This design comes from an exercise in tuning for small area, a short achievable clock period and few clock cycles on the open sky130 flow, not from production work.
Function was checked by simulation only, so behaviour that the tests miss may differ from the original.

==> job 4416: inputs <==
## anvil_gcm
module anvil_gcm (
    input  wire         clk,
    input  wire         rst,
    input  wire         start,
    input  wire [255:0] key,
    input  wire         key_256,
    input  wire [95:0]  iv,
    input  wire         decrypt,
    output reg          idle,
    input  wire         in_valid,
    output reg          in_ready,
    input  wire [127:0] in_data,
    input  wire         in_aad,
    input  wire [4:0]   in_bytes,
    input  wire         in_last,
    output reg          out_valid,
    output reg  [127:0] out_data,
    output reg          tag_valid,
    output reg  [127:0] tag
);
    localparam integer LANES  = 3;            
    localparam integer D      = 32;           
    localparam integer BATCH  = 30;           
    localparam integer GSTEPS = 128 / D;      
    localparam integer GLOAD  = (LANES >= 3) ? 1 : 0;
    localparam integer NG     = 2;            
    localparam integer NE     = NG * LANES;   
    localparam integer EW     = (NE > 8) ? 4 : (NE > 4) ? 3 : 2;    
    reg [255:0] key_r;
    reg         k256_r;
    reg [95:0]  iv_r;
    reg         dec_r;
    reg [127:0] h_r;
    reg [127:0] ej0_r;
    reg [13:0]  len_a;           
    reg [13:0]  len_c;           
    wire acc_start = start & idle;
    reg  open;                   
    wire acc_in    = in_valid & in_ready;
    reg  [4:0]  bc;              
    reg         batch0;          
    reg  [10:0] cb;              
    reg         ld_a;            
    reg  [LANES-1:0] ld;         
    reg         at28, at29;      
    reg         k_adv;           
    reg         k_ld;            
    reg  [3:0]  kstep;           
    wire [4:0]  bc_n   = (acc_start | (bc == BATCH - 1)) ? 5'd0 : bc + 5'd1;
    wire        k256_n = acc_start ? key_256 : k256_r;
    wire [4:0]  l0_n   = k256_n ? 5'd0 : 5'd8;           
    wire [4:0]  rel_n  = bc_n - l0_n;
    wire [127:0] rk;
    aes_keysched u_ks (
        .clk(clk), .load(~open | k_ld), .key(open ? key_r : key),
        .adv(k_adv), .mode256(k256_r), .step(kstep), .rk(rk)
    );
    wire [128*LANES-1:0] ks;
    genvar gl;
    generate
        for (gl = 0; gl < LANES; gl = gl + 1) begin : g_lane
            wire [10:0] c_a = cb + gl;
  ...
Settings: LEC_CHECK=0, CAP_MARGIN=20, CORE_MARGIN=2, CORE_UTILIZATION=60, SLEW_MARGIN=20; clock period 12.0 ns.
standard.sh (not shown) runs the stock make flow with config.mk's settings and CLKGATE_MAP_FILE= SYNTH_SCRIPT=/design/flow/synth_recipe.tcl, a recipe that flattens the netlist after the stock synthesis.
==> flow/flow/run.sh <==
#!/bin/bash
set -euo pipefail
here=$(pwd)
rm -rf "$here/scripts"
cp -r "$FLOW_HOME/scripts" "$here/scripts"
cp "$here/flow/abc_map.script" "$here/scripts/abc_speed.script"
bash standard.sh SCRIPTS_DIR="$here/scripts" SETUP_SLACK_MARGIN=8.0 \
    MAX_REPAIR_ANTENNAS_ITER_DRT=10 finish > standard.log 2>&1
==> flow/flow/abc_map.script <==
strash
ifraig
scorr
dc2
strash
&get -n
&dch -f
&nf
&put
==> job 4136 (differences from job 4416) <==
--- a/flow/design.v
+++ b/flow/design.v
@@ -410,12 +410,14 @@
     wire acc_start = start & idle;
     reg  open;                   
     wire acc_in    = in_valid & in_ready;
     reg  [4:0]  bc;              
     reg         batch0;          
     reg  [10:0] cb;              
+    reg         push_a, push_b;  
+    reg         pushed_a;        
     reg         ld_a;            
     reg  [LANES-1:0] ld;         
     reg         at28, at29;      
     reg         k_adv;           
     reg         k_ld;            
     reg  [3:0]  kstep;           
@@ -426,29 +428,37 @@
     wire [127:0] rk;
     aes_keysched u_ks (
         .clk(clk), .load(~open | k_ld), .key(open ? key_r : key),
         .adv(k_adv), .mode256(k256_r), .step(kstep), .rk(rk)
     );
     wire [128*LANES-1:0] ks;
+    wire        cb_we  = acc_start | at29;
+    wire [10:0] cb_new = acc_start ? 11'd0
+                                   : cb + (pushed_a ? LANES : 0) + (push_b ? LANES : 0);
+    always @(posedge clk)
+        if (cb_we)
+            cb <= cb_new;
     genvar gl;
     generate
         for (gl = 0; gl < LANES; gl = gl + 1) begin : g_lane
-            wire [10:0] c_a = cb + gl;
-            wire [10:0] c_b = cb + LANES + gl;
+            reg [10:0] c_a, c_b;
+            always @(posedge clk)
+                if (cb_we) begin
+                    c_a <= cb_new + gl;
+                    c_b <= cb_new + LANES + gl;
+                end
             wire [127:0] p = ld_a ? ((batch0 && gl == 0) ? 128'h0 : {iv_r, 21'h0, c_a})
                                   : {iv_r, 21'h0, c_b};
             aes_lane u_lane (.clk(clk), .load(ld[gl]), .pin(p), .rk(rk),
                              .ks(ks[128*gl +: 128]));
         end
     endgenerate
     reg [127:0] fe [0:NE-1];
     reg [EW-1:0] rp;             
     reg  [1:0]   wp;             
     reg [EW:0]   cnt;            
-    reg          push_a, push_b; 
-    reg          pushed_a;       
     wire [127:0] head = fe[rp];
     wire        pop   = acc_in & ~in_aad;
     wire        push  = push_a | push_b;
     wire [EW:0] cnt_n = acc_start ? {(EW+1){1'b0}}
                                   : (cnt - {{EW{1'b0}}, pop} + (push ? LANES : 0)
                                      - ((push_a & batch0) ? 2 : 0));
@@ -459,12 +469,13 @@
     reg  [3:0]   gcnt;           
     reg          zfirst;         
     reg          first;          
     reg          fin;            
     reg          lenph;          
     reg          hready;
+    reg          tag_done;       
     wire [127:0] z_next;
     ghash_mul #(.D(D), .NCOPY(4)) u_gh (
         .z(zfirst ? 128'h0 : z), .dg(dg), .h(h_r), .z_next(z_next)
     );
     reg [127:0] in_mask;
     integer b;
@@ -500,12 +511,13 @@
     always @(posedge clk) begin
         if (rst) begin
             idle      <= 1'b1;
             in_ready  <= 1'b0;
             out_valid <= 1'b0;
             tag_valid <= 1'b0;
+            tag_done  <= 1'b0;
             open      <= 1'b0;
             hready    <= 1'b0;
             gcnt      <= 4'd0;
             fin       <= 1'b0;
             lenph     <= 1'b0;
             first     <= 1'b0;
@@ -517,13 +529,14 @@
             push_a    <= 1'b0;
             push_b    <= 1'b0;
             len_a     <= 14'd0;
             len_c     <= 14'd0;
         end else begin
             out_valid <= pop;
-            tag_valid <= g_last & lenph;
+            tag_done  <= g_last & lenph;
+            tag_valid <= tag_done;
             open   <= open_n;
             hready <= hready_n;
             gcnt   <= gcnt_n;
             fin    <= fin_n;
             lenph  <= lenph_n;
             cnt    <= cnt_n;
@@ -539,18 +552,15 @@
                 idle <= 1'b0;
             else if (acc_in & in_last)
                 idle <= 1'b1;
             if (acc_start) begin
                 rp <= 2;
                 wp <= 2'd0;
-                cb <= 11'd0;
             end else begin
                 if (at28)
                     pushed_a <= push_a;
-                if (at29)
-                    cb <= cb + (pushed_a ? LANES : 0) + (push_b ? LANES : 0);
                 if (push)
                     wp <= (wp == NG - 1) ? 2'd0 : wp + 2'd1;
                 if (pop)
                     rp <= (rp == NE - 1) ? {EW{1'b0}} : rp + 1'b1;
             end
             if (acc_start)
@@ -585,13 +595,13 @@
         end
         if (batch0 & at28) begin
             h_r   <= ks[127:0];
             ej0_r <= ks[255:128];
         end
         out_data <= text_out;
-        tag      <= z_next ^ ej0_r;
+        tag      <= z ^ ej0_r;
         for (e = 0; e < NE; e = e + 1)
             if (push & (wp == (e / LANES)))
                 fe[e] <= ks[128*(e % LANES) +: 128];
         zfirst <= acc_in | ld_len;
         if (x_free | ld_len) begin
             x  <= x_ld;
==> flow/flow/run.sh (replaced) <==
#!/bin/bash
set -euo pipefail
here=$(pwd)
rm -rf "$here/scripts"
cp -r "$FLOW_HOME/scripts" "$here/scripts"
cp "$here/flow/abc_map.script" "$here/scripts/abc_speed.script"
bash standard.sh SCRIPTS_DIR="$here/scripts" SETUP_SLACK_MARGIN=8.0 finish \
    > standard.log 2>&1
CAP_MARGIN = 40   (was 20)
CORE_UTILIZATION = 55   (was 60)
SLEW_MARGIN = 40   (was 20)
==> comparison <==
- Of job 4416 and job 4136, job 4136 has the higher synthesized area (gap about 2.5%, measured against job 4136).
- Job 4136 produced a clean layout. Job 4416 completed and failed the layout checks on max-capacitance violations, max-slew violations.
- Against job 4416, the flip-flop and latch count of job 4136 is higher by 51.
- Via count: job 4136 is lower than job 4416 (about 7%).
- Between job 4416 and job 4136, the lower utilization is in job 4136 (gap 7.1 points).
- In job 4136 the maximum frequency is higher than in job 4416, by about 17%.
- Final area: job 4416 is lower than job 4136 (about 1.1%).
- In job 4136 the count of clock-buffer cells in the layout is higher than in job 4416, by 21.
Testbench counts of job 4416, summed over its fixed seeds: cycles 42,390.
Testbench counts of job 4136, summed over its fixed seeds: cycles 42,398.

* * *

==> inputs of run F <==
anvil_gcm, a different RTL version from the one above (not shown whole).
export LEC_CHECK = 0
export CAP_MARGIN = 40
export CORE_MARGIN = 2
export CORE_UTILIZATION = 62
export SLEW_MARGIN = 40
create_clock -name core_clock -period 12.0 [get_ports {clk}]
==> flow/flow/run.sh <==
#!/bin/bash
set -euo pipefail
here=$(pwd)
rm -rf "$here/scripts"
cp -r "$FLOW_HOME/scripts" "$here/scripts"
cp "$here/flow/abc_map.script" "$here/scripts/abc_speed.script"
bash standard.sh SCRIPTS_DIR="$here/scripts" SETUP_SLACK_MARGIN=8.0 finish \
    > standard.log 2>&1
Scripts as last shown in full above: flow/flow/abc_map.script
==> inputs of run E, as changes to run F <==
--- a/flow/design.v
+++ b/flow/design.v
@@ -386,113 +386,105 @@
     input  wire         in_aad,
     input  wire [4:0]   in_bytes,
     input  wire         in_last,
     output reg          out_valid,
     output reg  [127:0] out_data,
     output reg          tag_valid,
     output reg  [127:0] tag
 );
-    localparam integer LANES  = 3;            
-    localparam integer D      = 32;           
-    localparam integer BATCH  = 30;           
+    localparam integer LANES  = 2;            
+    localparam integer D      = 16;           
+    localparam integer BATCH  = 32;           
     localparam integer GSTEPS = 128 / D;      
-    localparam integer GLOAD  = (LANES >= 3) ? 1 : 0;
     localparam integer NG     = 2;            
     localparam integer NE     = NG * LANES;   
     localparam integer EW     = (NE > 8) ? 4 : (NE > 4) ? 3 : 2;    
     reg [255:0] key_r;
     reg         k256_r;
     reg [95:0]  iv_r;
     reg         dec_r;
     reg [127:0] h_r;
     reg [127:0] ej0_r;
     reg [13:0]  len_a;           
     reg [13:0]  len_c;           
     wire acc_start = start & idle;
     reg  open;                   
     wire acc_in    = in_valid & in_ready;
     reg  [4:0]  bc;              
     reg         batch0;          
-    reg         push_a, push_b;  
-    reg         pushed_a;        
+    reg  [10:0] cb;              
     reg         ld_a;            
     reg  [LANES-1:0] ld;         
     reg         at28, at29;      
     reg         k_adv;           
     reg         k_ld;            
     reg  [3:0]  kstep;           
     wire [4:0]  bc_n   = (acc_start | (bc == BATCH - 1)) ? 5'd0 : bc + 5'd1;
     wire        k256_n = acc_start ? key_256 : k256_r;
     wire [4:0]  l0_n   = k256_n ? 5'd0 : 5'd8;           
     wire [4:0]  rel_n  = bc_n - l0_n;
     wire [127:0] rk;
     aes_keysched u_ks (
         .clk(clk), .load(~open | k_ld), .key(open ? key_r : key),
         .adv(k_adv), .mode256(k256_r), .step(kstep), .rk(rk)
     );
     wire [128*LANES-1:0] ks;
-    wire        cb_we  = acc_start | at29;
-    wire [10:0] cb_inc = (pushed_a ? LANES : 0) + (push_b ? LANES : 0);
     genvar gl;
     generate
         for (gl = 0; gl < LANES; gl = gl + 1) begin : g_lane
-            reg [10:0] c_a, c_b;
-            always @(posedge clk)
-                if (cb_we) begin
-                    c_a <= acc_start ? gl : c_a + cb_inc;
-                    c_b <= acc_start ? LANES + gl : c_b + cb_inc;
-                end
+            wire [10:0] c_a = cb + gl;
+            wire [10:0] c_b = cb + LANES + gl;
             wire [127:0] p = ld_a ? ((batch0 && gl == 0) ? 128'h0 : {iv_r, 21'h0, c_a})
                                   : {iv_r, 21'h0, c_b};
             aes_lane u_lane (.clk(clk), .load(ld[gl]), .pin(p), .rk(rk),
                              .ks(ks[128*gl +: 128]));
         end
     endgenerate
     reg [127:0] fe [0:NE-1];
     reg [EW-1:0] rp;             
     reg  [1:0]   wp;             
     reg [EW:0]   cnt;            
+    reg          push_a, push_b; 
+    reg          pushed_a;       
     wire [127:0] head = fe[rp];
     wire        pop   = acc_in & ~in_aad;
     wire        push  = push_a | push_b;
     wire [EW:0] cnt_n = acc_start ? {(EW+1){1'b0}}
                                   : (cnt - {{EW{1'b0}}, pop} + (push ? LANES : 0)
                                      - ((push_a & batch0) ? 2 : 0));
     wire        batch0_n = acc_start | (batch0 & ~at29);
     reg  [127:0] z;
     reg  [127:0] x;
     reg  [4*D-1:0] dg;           
     reg  [3:0]   gcnt;           
     reg          zfirst;         
     reg          first;          
     reg          fin;            
     reg          lenph;          
     reg          hready;
-    reg          tag_done;       
     wire [127:0] z_next;
     ghash_mul #(.D(D), .NCOPY(4)) u_gh (
         .z(zfirst ? 128'h0 : z), .dg(dg), .h(h_r), .z_next(z_next)
     );
     reg [127:0] in_mask;
     integer b;
     always @(*) begin
         for (b = 0; b < 16; b = b + 1)
             in_mask[127-8*b -: 8] = (b < in_bytes) ? 8'hff : 8'h00;
     end
     wire [127:0] text_out = (in_data ^ head) & in_mask;
     wire [127:0] gh_in    = (in_aad | dec_r) ? (in_data & in_mask) : text_out;
     wire         g_last   = (gcnt == 4'd1);
-    reg  [4:0]   len_b;          
-    reg          len_av, len_cv; 
+    wire [127:0] s_cur    = first ? 128'h0 : (g_last ? z_next : z);
+    wire [13:0]  len_a_n  = len_a + {9'h0, in_bytes};
+    wire [13:0]  len_c_n  = len_c + {9'h0, in_bytes};
     wire [127:0] len_blk  = {47'h0, len_a, 3'b000, 47'h0, len_c, 3'b000};
-    wire         ld_len   = fin & ((GLOAD == 0) ? g_last : (gcnt == 4'd0));
-    wire [127:0] s_cur    = (first & ~ld_len) ? 128'h0 : ((GLOAD == 0 && g_last) ? z_next : z);
-    reg          x_free;         
-    wire [127:0] x_ld     = s_cur ^ (ld_len ? len_blk : gh_in);
+    wire         ld_len   = g_last & fin;
+    wire [127:0] x_ld     = in_ready ? (s_cur ^ gh_in) : (z_next ^ len_blk);
     reg [3:0] gcnt_n;
     reg       fin_n, lenph_n, open_n, hready_n;
     always @(*) begin
         if (acc_in | ld_len)
             gcnt_n = GSTEPS;
         else if (gcnt != 4'd0)
             gcnt_n = gcnt - 4'd1;
         else
@@ -503,78 +495,75 @@
         hready_n = acc_start ? 1'b0 : (hready | (batch0 & at28));
     end
     always @(posedge clk) begin
         if (rst) begin
             idle      <= 1'b1;
             in_ready  <= 1'b0;
             out_valid <= 1'b0;
             tag_valid <= 1'b0;
-            tag_done  <= 1'b0;
             open      <= 1'b0;
             hready    <= 1'b0;
             gcnt      <= 4'd0;
             fin       <= 1'b0;
             lenph     <= 1'b0;
             first     <= 1'b0;
             cnt       <= {(EW+1){1'b0}};
             rp        <= {EW{1'b0}};
             wp        <= 2'd0;
             bc        <= 5'd0;
             batch0    <= 1'b0;
             push_a    <= 1'b0;
             push_b    <= 1'b0;
             len_a     <= 14'd0;
             len_c     <= 14'd0;
-            len_av    <= 1'b0;
-            len_cv    <= 1'b0;
         end else begin
             out_valid <= pop;
-            tag_done  <= g_last & lenph;
-            tag_valid <= tag_done;
+            tag_valid <= g_last & lenph;
             open   <= open_n;
             hready <= hready_n;
             gcnt   <= gcnt_n;
             fin    <= fin_n;
             lenph  <= lenph_n;
             cnt    <= cnt_n;
             batch0 <= batch0_n;
             bc     <= bc_n;
-            x_free   <= (gcnt_n <= 1 - GLOAD);
-            in_ready <= open_n & hready_n & (gcnt_n <= 1 - GLOAD) & ~fin_n & ~lenph_n
+            in_ready <= open_n & hready_n & (gcnt_n <= 4'd1) & ~fin_n & ~lenph_n
                         & (cnt_n != 0);
             push_a <= ~acc_start & (bc_n == 5'd28) & (cnt_n <= NE - LANES);
             push_b <= ~acc_start & (bc_n == 5'd29) & push_a &
                       (cnt_n <= NE - LANES);
             if (acc_start)
                 idle <= 1'b0;
             else if (acc_in & in_last)
                 idle <= 1'b1;
             if (acc_start) begin
                 rp <= 2;
                 wp <= 2'd0;
+                cb <= 11'd0;
             end else begin
                 if (at28)
                     pushed_a <= push_a;
+                if (at29)
+                    cb <= cb + (pushed_a ? LANES : 0) + (push_b ? LANES : 0);
                 if (push)
                     wp <= (wp == NG - 1) ? 2'd0 : wp + 2'd1;
                 if (pop)
                     rp <= (rp == NE - 1) ? {EW{1'b0}} : rp + 1'b1;
             end
             if (acc_start)
                 first <= 1'b1;
             else if (acc_in)
                 first <= 1'b0;
-            len_av <= acc_in & in_aad;
-            len_cv <= acc_in & ~in_aad;
-            if (len_av)
-                len_a <= len_a + {9'h0, len_b};
-            else if (len_cv)
-                len_c <= len_c + {9'h0, len_b};
-            else if (ld_len) begin
+            if (acc_in) begin
+                if (in_aad)
+                    len_a <= len_a_n;
+                else
+                    len_c <= len_c_n;
+            end else if (ld_len) begin
                 len_a <= 14'd0;
                 len_c <= 14'd0;
             end
         end
     end
     integer e;
     always @(posedge clk) begin
         ld_a  <= (bc_n == l0_n);
@@ -590,23 +579,22 @@
             iv_r   <= iv;
             dec_r  <= decrypt;
         end
         if (batch0 & at28) begin
             h_r   <= ks[127:0];
             ej0_r <= ks[255:128];
         end
         out_data <= text_out;
-        len_b    <= in_bytes;
-        tag      <= z ^ ej0_r;
+        tag      <= z_next ^ ej0_r;
         for (e = 0; e < NE; e = e + 1)
             if (push & (wp == (e / LANES)))
                 fe[e] <= ks[128*(e % LANES) +: 128];
         zfirst <= acc_in | ld_len;
-        if (x_free | ld_len) begin
+        if (in_ready | ld_len) begin
             x  <= x_ld;
             dg <= {4{x_ld[D-1:0]}};
         end else begin
             x  <= {{D{1'b0}}, x[127:D]};
             dg <= {4{x[2*D-1:D]}};
         end
         if (gcnt != 4'd0)
             z <= z_next;
==> flow/flow/run.sh (replaced) <==
#!/bin/bash
set -euo pipefail
here=$(pwd)
rm -rf "$here/scripts"
cp -r "$FLOW_HOME/scripts" "$here/scripts"
cp "$here/flow/abc_map.script" "$here/scripts/abc_speed.script"
bash standard.sh SCRIPTS_DIR="$here/scripts" SETUP_SLACK_MARGIN=8.2 \
    MAX_REPAIR_ANTENNAS_ITER_DRT=10 finish > standard.log 2>&1
CAP_MARGIN = 20   (was 40)
CORE_UTILIZATION = 65   (was 62)
SLEW_MARGIN = 20   (was 40)
==> comparison table <==
| item | run E | run F |
|---|---|---|
| Worst flop-to-flop path startpoint | in_ready | gcnt[0] |
| Wire length on met2 | 263000 um | 394000 um |
| Syn Std Cell Area | 164000 sq um | 223000 sq um |
| Status | timing/DRC/antenna clean | finished with violations |
| Reasons for failing layout checks | - | max-capacitance violations, max-slew violations |
| Register bit total from synthesis | 2664 | 3306 |
| Wire length of the first global-routing pass | 875000 um | 1330000 um |
| Post-layout min period | 4.05 ns | 4.66 ns |
| Placed insts | 20500 | 27700 |
| Core ar. | 251000 sq um | 358000 sq um |
| Setup bufs post-CTS | 74 | 120 |
| Clock-cell share of area | 0.0509 | 0.0474 |
| Crit path capture | x[18] | dg[123] |
| XOR/XNOR Fraction of Synth Area | 0.381 | 0.431 |
Testbench counts of run F, summed over its fixed seeds: cycles 42,398.
Testbench counts of run E, summed over its fixed seeds: cycles 62,200.

-- static timing again, ports no longer ideal --
Ports are ideal in the flow. The routed layouts listed here were re-timed in OpenROAD. Step 1, drivers: a clkbuf_16 drives clk and a buf_2 each remaining input, both assumed. Step 2 adds t to the input delays and takes it off the output delays; t is the mean of the earliest and latest rising clock arrival at the registers after step 1. Input paths then give back, and output paths get back, about the clock's delay inside the block. Three values: ideal ports, drivers, drivers and shift; two values: the first two.
run | shift t [ns] | setup slack, ns | worst register clock-pin slew, ns
job 4416 | 1.139 | 7.096 / 7.096 / 6.741 | 0.09 / 0.09
job 4136 | 1.147 | 7.799 / 7.799 / 6.891 | 0.08 / 0.08
run F | 1.143 | 7.344 / 7.344 / 6.904 | 0.08 / 0.08
run E | 1.058 | 7.947 / 7.947 / 7.125 | 0.07 / 0.07
The setup slack of job 4136, which loses most, moves by 0.000 ns with the drivers and by -0.908 ns with both steps.
